Background: an optimization exercise with open tools, aiming at small area, a short achievable clock period and few clock cycles. Do not read the settings as production practice. Where RTL was checked, it was by simulation tests only, not by an equivalence proof against the original. No activity file was given, so power comes from the tool's default toggle rates.

middle:
==> flow/design.v <==
module r48_round (
    input  wire               sign,
    input  wire signed [13:0] exp,      
    input  wire        [36:0] mant,     
    input  wire               guard,
    input  wire               sticky,
    output reg         [47:0] result,
    output reg                ovf
);
    wire        round_up = guard & (sticky | mant[0]);
    wire [37:0] sum      = {1'b0, mant} + {37'd0, round_up};
    wire signed [13:0] exp_r = sum[37] ? exp + 14'sd1 : exp;
    wire [35:0] frac     = sum[37] ? 36'd0 : sum[35:0];
    wire signed [13:0] biased = exp_r + 14'sd1023;
    always @* begin
        ovf = 1'b0;
        if (exp_r < -14'sd1022) begin
            result = {sign, 47'd0};
        end else if (exp_r > 14'sd1023) begin
            result = {sign, 11'h7FF, 36'd0};
            ovf    = 1'b1;
        end else begin
            result = {sign, biased[10:0], frac};
        end
    end
endmodule
module r48_divsqrt_core #(
    parameter integer K  = 4,
    parameter integer S  = 40
) (
    input  wire [S/K-1:0] ph,        
    input  wire [S/K-1:0] phs,       
    input  wire [S:0]    rem,
    input  wire [S-1:0]  quo,
    input  wire [S:0]    dvs,
    output wire [S:0]    rem_nx,
    output wire [S-1:0]  quo_nx,
    output wire [3:0]    rem_z,      
    output wire [S:0]    dvs_nx
);
    localparam integer K2 = K / 2;
    wire [S:0]   r [0:K2];
    wire [S-1:0] q [0:K2];
    wire [3:0]   z [1:K2];
    wire [S:0]   x [0:K2];
    assign x[0] = dvs;
    assign r[0] = rem;
    assign q[0] = quo;
    genvar t, b;
    generate
        for (t = 0; t < K2; t = t + 1) begin : g_step
            wire [S-1:0] m1, m2, ms1, ms2;
            for (b = 0; b < S; b = b + 1) begin : g_m
                if ((S - 1 - b) % K == 2 * t) begin : g_1
                    assign m1[b]  = ph[(S - 1 - b) / K];
                    assign ms1[b] = phs[(S - 1 - b) / K];
                end else begin : g_1n
                    assign m1[b]  = 1'b0;
                    assign ms1[b] = 1'b0;
                end
                if ((S - 1 - b) % K == 2 * t + 1) begin : g_2
                    assign m2[b]  = ph[(S - 1 - b) / K];
                    assign ms2[b] = phs[(S - 1 - b) / K];
                end else begin : g_2n
                    assign m2[b]  = 1'b0;
                    assign ms2[b] = 1'b0;
                end
            end
            r48_step2 #(.S(S)) u_step (
                .m1(m1), .m2(m2), .ms1(ms1), .ms2(ms2),
                .dvs(x[t]), .rem(r[t]), .quo(q[t]),
                .dvs_nx(x[t+1]), .rem_nx(r[t+1]), .quo_nx(q[t+1]), .rem_z(z[t+1])
            );
        end
    endgenerate
    assign rem_nx = r[K2];
    assign quo_nx = q[K2];
    assign rem_z  = z[K2];
    assign dvs_nx = x[K2];
endmodule
module r48_step2 #(
    parameter integer S = 40
) (
    input  wire [S-1:0] m1,        
    input  wire [S-1:0] m2,        
    input  wire [S-1:0] ms1,       
    input  wire [S-1:0] ms2,       
    input  wire [S:0]   dvs,       
    input  wire [S:0]   rem,
    input  wire [S-1:0] quo,
    output wire [S:0]   dvs_nx,
    output wire [S:0]   rem_nx,
    output wire [S-1:0] quo_nx,
    output wire [3:0]   rem_z
);
    wire [S:0]   t1  = dvs | {1'b0, ms1};
    wire [S:0]   t20 = dvs | {1'b0, ms2};
    wire [S:0]   t21 = dvs | {ms1, 1'b0} | {1'b0, ms2};
    wire [S+3:0] d1  = {2'b00, rem, 1'b0} - {3'b000, t1};
    wire [S+3:0] d20 = {1'b0, rem, 2'b00} - {3'b000, t20};
    wire [S+3:0] d21 = {1'b0, rem, 2'b00} - {2'b00, t1, 1'b0} - {3'b000, t21};
    wire         f1  = !d1[S+3];
    wire         f2  = f1 ? !d21[S+3] : !d20[S+3];
    assign rem_nx = f1 ? (f2 ? d21[S:0] : {d1[S-1:0], 1'b0})
                       : (f2 ? d20[S:0] : {rem[S-2:0], 2'b00});
    assign quo_nx = quo | (m1 & {S{f1}}) | (m2 & {S{f2}});
    assign dvs_nx = dvs | ({ms1, 1'b0} & {(S+1){f1}}) | ({ms2, 1'b0} & {(S+1){f2}});
    assign rem_z  = {d21 == {(S+4){1'b0}},
                     {rem, 1'b0} == {1'b0, t1},
                     {rem, 2'b00} == {2'b00, t20},
                     rem == {(S+1){1'b0}}};
endmodule
module real48_divsqrt (
    input  wire        clk,
    input  wire        rst,
    input  wire        in_valid,
    output wire        in_ready,
    input  wire        in_op,        
    input  wire [47:0] in_a,
    input  wire [47:0] in_b,
    output reg         out_valid,
    output reg  [47:0] out_result,
    output reg         out_ovf,
    output reg         out_finv,
    output reg         out_fdz
);
    localparam integer K  = 2;           
    localparam integer S  = 40;          
    localparam integer NC = S / K;       
    reg          busy;                   
    reg [NC-1:0] ph;                     
    reg          op_q;                   
    wire [NC-1:0] phs = op_q ? ph : {NC{1'b0}};
    wire         last = ph[NC-1];
    assign in_ready = !busy || last;
    wire accept = in_valid && in_ready && !rst;
    wire        sa = in_a[47];
    wire        sb = in_b[47];
    wire [10:0] ea = in_a[46:36];
    wire [10:0] eb = in_b[46:36];
    wire        fa_nz  = (in_a[35:0] != 36'd0);
    wire        fb_nz  = (in_b[35:0] != 36'd0);
    wire        a_max  = (ea == 11'h7FF);
    wire        b_max  = (eb == 11'h7FF);
    wire        a_nan  = a_max && fa_nz;
    wire        b_nan  = b_max && fb_nz;
    wire        a_inf  = a_max && !fa_nz;
    wire        b_inf  = b_max && !fb_nz;
    wire        a_zero = (ea == 11'd0);
    wire        b_zero = (eb == 11'd0);
    wire        sq     = sa ^ sb;
    reg       spec;
    reg [1:0] spec_kind;
    reg       spec_sign, spec_fdz;
    always @* begin
        spec      = 1'b1;
        spec_kind = 2'd0;
        spec_sign = sq;
        spec_fdz  = 1'b0;
        if (!in_op) begin
            if (a_nan || b_nan || (a_zero && b_zero) || (a_inf && b_inf))
                spec_kind = 2'd2;
            else if (a_inf)  spec_kind = 2'd1;
            else if (b_inf)  spec_kind = 2'd0;
            else if (b_zero) begin spec_kind = 2'd1; spec_fdz = 1'b1; end
            else if (a_zero) spec_kind = 2'd0;
            else             spec = 1'b0;
        end else begin
            spec_sign = sa;
            if (a_nan || (sa && !a_zero)) spec_kind = 2'd2;
            else if (a_zero)              spec_kind = 2'd0;
            else if (a_inf)               spec_kind = 2'd1;
            else                          spec = 1'b0;
        end
    end
    reg       spec_q;
    reg [1:0] kind_q;
    reg       fdz_q;
    reg               sign_q;
    reg signed [13:0] exp_q;
    reg        [S:0]  rem_q;
    reg      [S-1:0]  quo_q;
    reg        [S:0]  div_q;             
    wire signed [13:0] p    = $signed({3'b000, ea}) - 14'sd1059;
    wire signed [13:0] p_ev = p - {13'd0, p[0]};
    wire        [36:0] m_a  = {1'b1, in_a[35:0]};
    wire [S:0] rem_init = (in_op && p[0]) ? ({{(S-37){1'b0}}, m_a} << (S-37))
                                          : ({{(S-37){1'b0}}, m_a} << (S-38));
    wire [S:0]   rem_nx;
    wire [S-1:0] quo_nx;
    wire [3:0]   rem_z;
    wire [S:0]   dvs_nx;
    r48_divsqrt_core #(.K(K), .S(S)) u_core (
        .ph(ph), .phs(phs), .rem(rem_q), .quo(quo_q), .dvs(div_q),
        .rem_nx(rem_nx), .quo_nx(quo_nx), .rem_z(rem_z), .dvs_nx(dvs_nx)
    );
    reg               o_spec;
    reg [1:0]         o_kind;
    reg               o_fdz;
    reg               o_sign;
    reg signed [13:0] o_exp;             
    reg        [36:0] o_mant;            
    reg               o_guard;
    reg               o_sel;             
    reg     [S-39:0]  o_low;             
    reg        [3:0]  o_rem_z;
    wire sel_c = quo_q[S-1];
    wire        rem_nz   = !o_rem_z[o_low[1:0]];
    wire        r_sticky = rem_nz | (o_sel ? |o_low : |o_low[S-40:0]);
    wire [36:0] r_mant   = o_mant;
    wire        r_guard  = o_guard;
    wire signed [13:0] r_exp = o_exp;
    wire [47:0] rnd_res;
    wire        rnd_ovf;
    r48_round u_round (
        .sign(o_sign), .exp(r_exp), .mant(r_mant),
        .guard(r_guard), .sticky(r_sticky),
        .result(rnd_res), .ovf(rnd_ovf)
    );
    wire [47:0] res_c = !o_spec ? rnd_res :
                        (o_kind == 2'd2) ? 48'h7FF8_0000_0000 :
                        {o_sign, {11{o_kind[0]}}, 36'd0};
    wire        ovf_c  = !o_spec && rnd_ovf;
    wire        finv_c = o_spec && o_kind[1];
    wire        fdz_c  = o_spec && o_fdz;
    reg         o_valid;
    wire done = busy && last;
    always @(posedge clk) begin
        if (rst) begin
            busy      <= 1'b0;
            spec_q    <= 1'b0;
            o_valid   <= 1'b0;
            out_valid <= 1'b0;
        end else begin
            o_valid   <= done | spec_q;
            out_valid <= o_valid;
            spec_q    <= accept && spec;
            if (accept && !spec) busy <= 1'b1;
            else if (last)       busy <= 1'b0;
        end
        out_result <= res_c;
        out_ovf    <= ovf_c;
        out_finv   <= finv_c;
        out_fdz    <= fdz_c;
        o_spec   <= !done;
        o_sign   <= sign_q;
        o_kind   <= kind_q;
        o_fdz    <= fdz_q;
        o_exp    <= sel_c ? exp_q : exp_q - 14'sd1;
        o_mant   <= sel_c ? quo_nx[S-1:S-37] : quo_nx[S-2:S-38];
        o_guard  <= sel_c ? quo_nx[S-38] : quo_nx[S-39];
        o_sel    <= sel_c;
        o_low    <= quo_nx[S-39:0];
        o_rem_z  <= rem_z;
        if (accept) begin
            kind_q  <= spec_kind;
            fdz_q   <= spec_fdz;
            sign_q  <= in_op && !spec ? 1'b0 : spec_sign;
            exp_q   <= in_op ? 14'sd18 + (p_ev >>> 1)
                             : $signed({3'b000, ea}) - $signed({3'b000, eb});
        end
        if (accept) begin
            rem_q   <= rem_init;
            quo_q   <= {S{1'b0}};
            div_q   <= in_op ? {(S+1){1'b0}} : {1'b0, 1'b1, in_b[35:0], {(S-37){1'b0}}};
            ph      <= {{(NC-1){1'b0}}, 1'b1};
            op_q    <= in_op;
        end else begin
            rem_q   <= rem_nx;
            quo_q   <= quo_nx;
            div_q   <= dvs_nx;
            ph      <= {ph[NC-2:0], 1'b0};
        end
    end
endmodule
Settings: LEC_CHECK=0, CAP_MARGIN=20, CORE_MARGIN=2, CORE_UTILIZATION=40, SLEW_MARGIN=20; clock period 10.0 ns.
run.sh (not shown) runs the stock make flow with config.mk's settings and CLKGATE_MAP_FILE= SYNTH_SCRIPT=/design/flow/synth_recipe.tcl, a recipe that flattens the netlist after the stock synthesis.
> inputs changed (middle -> north)
diff --git a/flow/design.v b/flow/design.v
--- a/flow/design.v
+++ b/flow/design.v
@@ -124,14 +124,13 @@
     output reg         out_finv,
     output reg         out_fdz
 );
     localparam integer K  = 2;           
-    localparam integer S  = 40;          
+    localparam integer S  = 38;          
     localparam integer NC = S / K;       
     reg          busy;                   
     reg [NC-1:0] ph;                     
-    reg          op_q;                   
-    wire [NC-1:0] phs = op_q ? ph : {NC{1'b0}};
+    reg [NC-1:0] phs;                    
     wire         last = ph[NC-1];
     assign in_ready = !busy || last;
     wire accept = in_valid && in_ready && !rst;
     wire        sa = in_a[47];
@@ -176,17 +175,20 @@
     reg       spec_q;
     reg [1:0] kind_q;
     reg       fdz_q;
     reg               sign_q;
+    reg               dbl_q;             
     reg signed [13:0] exp_q;
     reg        [S:0]  rem_q;
     reg      [S-1:0]  quo_q;
     reg        [S:0]  div_q;             
     wire signed [13:0] p    = $signed({3'b000, ea}) - 14'sd1059;
     wire signed [13:0] p_ev = p - {13'd0, p[0]};
     wire        [36:0] m_a  = {1'b1, in_a[35:0]};
-    wire [S:0] rem_init = (in_op && p[0]) ? ({{(S-37){1'b0}}, m_a} << (S-37))
-                                          : ({{(S-37){1'b0}}, m_a} << (S-38));
+    wire       a_lt_b   = (in_a[35:0] < in_b[35:0]);
+    wire       dbl      = in_op ? p[0] : a_lt_b;
+    wire [S:0] rem_init = dbl ? ({{(S+1-37){1'b0}}, m_a} << (S-37))
+                              : ({{(S+1-37){1'b0}}, m_a} << (S-38));
     wire [S:0]   rem_nx;
     wire [S-1:0] quo_nx;
     wire [3:0]   rem_z;
     wire [S:0]   dvs_nx;
@@ -200,14 +202,11 @@
     reg               o_sign;
     reg signed [13:0] o_exp;             
     reg        [36:0] o_mant;            
     reg               o_guard;
-    reg               o_sel;             
-    reg     [S-39:0]  o_low;             
     reg        [3:0]  o_rem_z;
-    wire sel_c = quo_q[S-1];
-    wire        rem_nz   = !o_rem_z[o_low[1:0]];
-    wire        r_sticky = rem_nz | (o_sel ? |o_low : |o_low[S-40:0]);
+    wire        rem_nz   = !o_rem_z[{o_mant[0], o_guard}];
+    wire        r_sticky = rem_nz;
     wire [36:0] r_mant   = o_mant;
     wire        r_guard  = o_guard;
     wire signed [13:0] r_exp = o_exp;
     wire [47:0] rnd_res;
@@ -245,16 +244,15 @@
         o_spec   <= !done;
         o_sign   <= sign_q;
         o_kind   <= kind_q;
         o_fdz    <= fdz_q;
-        o_exp    <= sel_c ? exp_q : exp_q - 14'sd1;
-        o_mant   <= sel_c ? quo_nx[S-1:S-37] : quo_nx[S-2:S-38];
-        o_guard  <= sel_c ? quo_nx[S-38] : quo_nx[S-39];
-        o_sel    <= sel_c;
-        o_low    <= quo_nx[S-39:0];
+        o_exp    <= dbl_q ? exp_q - 14'sd1 : exp_q;
+        o_mant   <= quo_nx[S-1:S-37];
+        o_guard  <= quo_nx[S-38];
         o_rem_z  <= rem_z;
         if (accept) begin
             kind_q  <= spec_kind;
+            dbl_q   <= !in_op && a_lt_b;
             fdz_q   <= spec_fdz;
             sign_q  <= in_op && !spec ? 1'b0 : spec_sign;
             exp_q   <= in_op ? 14'sd18 + (p_ev >>> 1)
                              : $signed({3'b000, ea}) - $signed({3'b000, eb});
@@ -263,13 +261,14 @@
             rem_q   <= rem_init;
             quo_q   <= {S{1'b0}};
             div_q   <= in_op ? {(S+1){1'b0}} : {1'b0, 1'b1, in_b[35:0], {(S-37){1'b0}}};
             ph      <= {{(NC-1){1'b0}}, 1'b1};
-            op_q    <= in_op;
+            phs     <= {{(NC-1){1'b0}}, in_op};
         end else begin
             rem_q   <= rem_nx;
             quo_q   <= quo_nx;
             div_q   <= dvs_nx;
             ph      <= {ph[NC-2:0], 1'b0};
+            phs     <= {phs[NC-2:0], 1'b0};
         end
     end
 endmodule
## What came out
On internal power, the higher figure sits with middle, not north.
north — global-route track usage on met1 3.6 points lower, middle as reference
In north the adder-cell share of the synthesized area turned out 1.8 points higher than in middle.
Area enclosed by the die boundary shrinks slightly when moving from middle to north.
Synthesized cell count for north is lower than for middle.
Diff middle -> north: final design area excluding fillers lower; power density over the cells lost 8.7%.
The run showing the smaller routed wire length is north.
Count of clock-buffer cells in the layout ended up 6 higher on north than on middle.
Compared to middle, north has critical path depth 1 higher.
Re utilization: middle and north aren't equal, and the higher value belongs to north.
Depth of the most critical reg-to-reg path is lower on middle
Testbench counts of north, summed over its fixed seeds: cycles 58,178.
For middle, only the layout was checked, not whether the RTL still works.

---

Starts from the design.v that is shown in full above.
clock: 10.0 ns
lec_check: 0
cap_margin: 20
core_margin: 2
core_utilization: 40
setup_slack_margin: 5
slew_margin: 20
Next try:
--- a/flow/design.v
+++ b/flow/design.v
@@ -124,14 +124,13 @@
     output reg         out_finv,
     output reg         out_fdz
 );
     localparam integer K  = 2;           
-    localparam integer S  = 40;          
+    localparam integer S  = 38;          
     localparam integer NC = S / K;       
     reg          busy;                   
     reg [NC-1:0] ph;                     
-    reg          op_q;                   
-    wire [NC-1:0] phs = op_q ? ph : {NC{1'b0}};
+    reg [NC-1:0] phs;                    
     wire         last = ph[NC-1];
     assign in_ready = !busy || last;
     wire accept = in_valid && in_ready && !rst;
     wire        sa = in_a[47];
@@ -176,17 +175,20 @@
     reg       spec_q;
     reg [1:0] kind_q;
     reg       fdz_q;
     reg               sign_q;
+    reg               dbl_q;             
     reg signed [13:0] exp_q;
     reg        [S:0]  rem_q;
     reg      [S-1:0]  quo_q;
     reg        [S:0]  div_q;             
     wire signed [13:0] p    = $signed({3'b000, ea}) - 14'sd1059;
     wire signed [13:0] p_ev = p - {13'd0, p[0]};
     wire        [36:0] m_a  = {1'b1, in_a[35:0]};
-    wire [S:0] rem_init = (in_op && p[0]) ? ({{(S-37){1'b0}}, m_a} << (S-37))
-                                          : ({{(S-37){1'b0}}, m_a} << (S-38));
+    wire       a_lt_b   = (in_a[35:0] < in_b[35:0]);
+    wire       dbl      = in_op ? p[0] : a_lt_b;
+    wire [S:0] rem_init = dbl ? ({{(S+1-37){1'b0}}, m_a} << (S-37))
+                              : ({{(S+1-37){1'b0}}, m_a} << (S-38));
     wire [S:0]   rem_nx;
     wire [S-1:0] quo_nx;
     wire [3:0]   rem_z;
     wire [S:0]   dvs_nx;
@@ -200,14 +202,11 @@
     reg               o_sign;
     reg signed [13:0] o_exp;             
     reg        [36:0] o_mant;            
     reg               o_guard;
-    reg               o_sel;             
-    reg     [S-39:0]  o_low;             
     reg        [3:0]  o_rem_z;
-    wire sel_c = quo_q[S-1];
-    wire        rem_nz   = !o_rem_z[o_low[1:0]];
-    wire        r_sticky = rem_nz | (o_sel ? |o_low : |o_low[S-40:0]);
+    wire        rem_nz   = !o_rem_z[{o_mant[0], o_guard}];
+    wire        r_sticky = rem_nz;
     wire [36:0] r_mant   = o_mant;
     wire        r_guard  = o_guard;
     wire signed [13:0] r_exp = o_exp;
     wire [47:0] rnd_res;
@@ -245,16 +244,15 @@
         o_spec   <= !done;
         o_sign   <= sign_q;
         o_kind   <= kind_q;
         o_fdz    <= fdz_q;
-        o_exp    <= sel_c ? exp_q : exp_q - 14'sd1;
-        o_mant   <= sel_c ? quo_nx[S-1:S-37] : quo_nx[S-2:S-38];
-        o_guard  <= sel_c ? quo_nx[S-38] : quo_nx[S-39];
-        o_sel    <= sel_c;
-        o_low    <= quo_nx[S-39:0];
+        o_exp    <= dbl_q ? exp_q - 14'sd1 : exp_q;
+        o_mant   <= quo_nx[S-1:S-37];
+        o_guard  <= quo_nx[S-38];
         o_rem_z  <= rem_z;
         if (accept) begin
             kind_q  <= spec_kind;
+            dbl_q   <= !in_op && a_lt_b;
             fdz_q   <= spec_fdz;
             sign_q  <= in_op && !spec ? 1'b0 : spec_sign;
             exp_q   <= in_op ? 14'sd18 + (p_ev >>> 1)
                              : $signed({3'b000, ea}) - $signed({3'b000, eb});
@@ -263,13 +261,14 @@
             rem_q   <= rem_init;
             quo_q   <= {S{1'b0}};
             div_q   <= in_op ? {(S+1){1'b0}} : {1'b0, 1'b1, in_b[35:0], {(S-37){1'b0}}};
             ph      <= {{(NC-1){1'b0}}, 1'b1};
-            op_q    <= in_op;
+            phs     <= {{(NC-1){1'b0}}, in_op};
         end else begin
             rem_q   <= rem_nx;
             quo_q   <= quo_nx;
             div_q   <= dvs_nx;
             ph      <= {ph[NC-2:0], 1'b0};
+            phs     <= {phs[NC-2:0], 1'b0};
         end
     end
 endmodule
Sequential power fell by a few percent.
Hold slack improves by 0.0068 ns.
Setup slack improves by 0.033 ns.
Wire length drops by roughly a tenth.
Combinational power goes down by about a fifth.
Sequential cell count increases by 8.
Final area fell slightly.
Via count drops by a few percent.
Global-route usage goes down by 1.2 points.
Total power falls by roughly a tenth.
Non-clock buffer count goes down by 14.
Core utilization goes up by 0.37 points.
Synthesized cell count fell by a few percent.
Register-to-register slack gains 0.12 ns.
Testbench counts after the change, summed over its fixed seeds: cycles 58,178.
Function not checked in the first run of this note: the RTL went through the layout flow alone.

==> port drivers added, routing unchanged <==
The results above use ideal ports. As a check the final layouts listed here were re-extracted and re-timed, cells and wires unchanged. Step 1 sets driving cells, clkbuf_16 on the clock port and buf_2 on the other inputs (assumed; they add their load-dependent delay and slew). Step 2 also shifts input and output timing later by t, the mid clock arrival at the registers, as if the neighbouring blocks saw the same clock. Slacks: ideal ports / drivers / drivers and shift; pairs: ideal ports / drivers.
run	shift t [ns]	setup WS [ns]	hold slack, ns	worst register clock-pin slew, ns	cell pins on the clock port's net
middle	0.630	3.938 / 3.938 / 3.938	0.346 / 0.346 / 0.346	0.07 / 0.07	1
north	0.610	4.217 / 4.217 / 3.744	0.350 / 0.350 / 0.350	0.07 / 0.07	1
the first run of note 2	0.632	5.046 / 5.046 / 4.628	0.344 / 0.344 / 0.344	0.07 / 0.07	1
the second run of note 2	0.610	5.078 / 5.108 / 4.498	0.350 / 0.350 / 0.350	0.07 / 0.07	1
After both steps setup and hold are still met in every run listed. The setup slack of the second run of note 2, which loses most, moves by +0.030 ns with the drivers and by -0.580 ns with both steps.
